What follows belongs to an exercise in optimizing a design on an open flow for small area, a short achievable clock period and few clock cycles per item; a production flow would make more cautious choices.
Only simulation tests tie the RTL to the original design; equivalence was not proved.

the previous run:
## rs_decoder
module rs_decoder (
  input  wire       clk,
  input  wire       rst,
  input  wire [7:0] cfg_n,
  input  wire [4:0] cfg_r,
  input  wire       in_valid,
  output wire       in_ready,
  input  wire [7:0] in_data,
  output wire       out_valid,
  input  wire       out_ready,
  output wire [7:0] out_data,
  output wire       out_last,
  output wire       out_err,
  output wire [3:0] out_nerr
);
  localparam integer CAP = 256;    
  localparam integer PL  = 8;      
  function automatic [7:0] gf_mul(input [7:0] a, input [7:0] b);
    reg [7:0] p;
    reg [7:0] x;
    integer i;
    begin
      p = 8'h00;
      x = a;
      for (i = 0; i < 8; i = i + 1) begin
        if (b[i]) p = p ^ x;
        x = {x[6:0], 1'b0} ^ (x[7] ? 8'h1d : 8'h00);
      end
      gf_mul = p;
    end
  endfunction
  function automatic [7:0] gf_pow(input integer e);
    integer i, m;
    reg [7:0] v;
    begin
      m = e % 255;
      if (m < 0) m = m + 255;
      v = 8'h01;
      for (i = 0; i < m; i = i + 1)
        v = {v[6:0], 1'b0} ^ (v[7] ? 8'h1d : 8'h00);
      gf_pow = v;
    end
  endfunction
  function automatic [7:0] gf_inv(input [7:0] a);
    case (a)
      8'h00: gf_inv = 8'h00;
      8'h01: gf_inv = 8'h01;
      8'h02: gf_inv = 8'h8e;
  ...
Settings: LEC_CHECK=0, CAP_MARGIN=20, CORE_MARGIN=2, CORE_UTILIZATION=40, SLEW_MARGIN=20, SYNTH_MEMORY_MAX_BITS=4096; clock period 10.0 ns.
standard.sh (not shown) runs the stock make flow with config.mk's settings and CLKGATE_MAP_FILE= SYNTH_SCRIPT=/design/flow/synth_recipe.tcl, a recipe that flattens the netlist after the stock synthesis.
==> flow/flow/run.sh <==
#!/bin/bash
# Layout flow: the standard ORFS flow (standard synthesis, floorplan,
# placement, CTS, routing, finish) with the constraint file unchanged, but
# with repair_timing told to keep a setup margin of 6.2 ns, so that the
# resizer works the paths down towards a 3.8 ns period instead of stopping
# as soon as the 10 ns constraint is met.  make's full output goes to
# flow_make.log here; ORFS keeps each step's own log under orfs/logs/.
set -euo pipefail
bash standard.sh SETUP_SLACK_MARGIN=6.2 finish > flow_make.log 2>&1
Testbench counts of the previous run, summed over its fixed seeds: cycles 42,874, items 256.
The following lists how the current run was set up differently from the previous run:
--- a/flow/design.v
+++ b/flow/design.v
@@ -353,27 +353,17 @@
   wire          buf_wr = d1_w;
   wire          buf_rd;                     
   reg  [7:0]    buf_q;
   always @(posedge clk)
     if (buf_wr)
       for (i = 0; i < 8; i = i + 1)
         mbuf[i] <= {mbuf[i][CAP-2:0], d1_data[i]};
-  reg [15:0] rlo [0:7];
-  reg [15:0] rhi [0:7];
-  reg [15:0] rgrp [0:7];
   always @* begin
-    for (i = 0; i < 8; i = i + 1) begin
-      for (j = 0; j < 16; j = j + 1) begin
-        rlo[i][j] = (rtap[i][3:0] == j);
-        rhi[i][j] = (rtap[i][7:4] == j);
-      end
-      for (j = 0; j < 16; j = j + 1)
-        rgrp[i][j] = |(mbuf[i][16*j +: 16] & rlo[i]);
-      buf_q[i] = |(rgrp[i] & rhi[i]);
-    end
+    for (i = 0; i < 8; i = i + 1)
+      buf_q[i] = mbuf[i][rtap[i]];
   end
   wire [8:0] occ_nx = occ + {8'd0, buf_wr} - {8'd0, buf_rd};
   wire [7:0] tap_d  = (buf_wr & ~buf_rd) ? 8'h01 : (~buf_wr & buf_rd) ? 8'hff : 8'h00;
   always @(posedge clk) begin
     if (rs) begin
       occ <= 9'd0;
       for (i = 0; i < 8; i = i + 1)
Results
- Looking at critical path startpoint, the cl[3][1]$_DFFE_PP_ result is from the previous run; the cl[2][4]$_DFFE_PP_ one comes from the current run.
- [compare] base=the previous run new=the current run: starting density of the core did not really move, transition at the pin with the smallest max-transition slack lower, wire length lost 40 mm, clock buffer count higher.
- The previous run has a higher count of fill cells added during filler insertion than the current run.
- Cell area for the current run: 0.66% down relative to the previous run
- Looking only at worst slack at placement, and setting everything else aside, the higher value of the current run and the previous run goes to the previous run.
Testbench counts of the current run, summed over its fixed seeds: cycles 42,874, items 256.

==> static timing again, ports no longer ideal <==
The flow's constraints put no driver on any port. The routed layouts listed below were extracted and timed again, unchanged, in two steps. Step 1 (the two cells are an assumption about what drives the block):
set clk [get_ports {clk}]
set_driving_cell -lib_cell sky130_fd_sc_hd__clkbuf_16 $clk
set_driving_cell -lib_cell sky130_fd_sc_hd__buf_2 [delete_from_list [all_inputs] $clk]
Step 2 moves the port delays by t, midway between the first and last clock arrival at a register: inputs arrive t later, outputs are due t later. That takes back most of the time a late clock gives input paths. Slacks: no drivers / after step 1 / after step 2; pairs: no drivers / after step 1.
| run | shift t [ns] | setup slack, ns | latest minus earliest clock arrival (ns) |
|---|---|---|---|
| the previous run | 1.030 | 6.144 / 6.144 / 5.431 | 0.087 / 0.087 |
| the current run | 1.036 | 6.103 / 6.103 / 5.438 | 0.089 / 0.089 |
After both steps every run listed still meets setup and hold. For the previous run, which loses most, drivers alone change the setup slack by 0.000 ns; drivers and shift together by -0.713 ns.
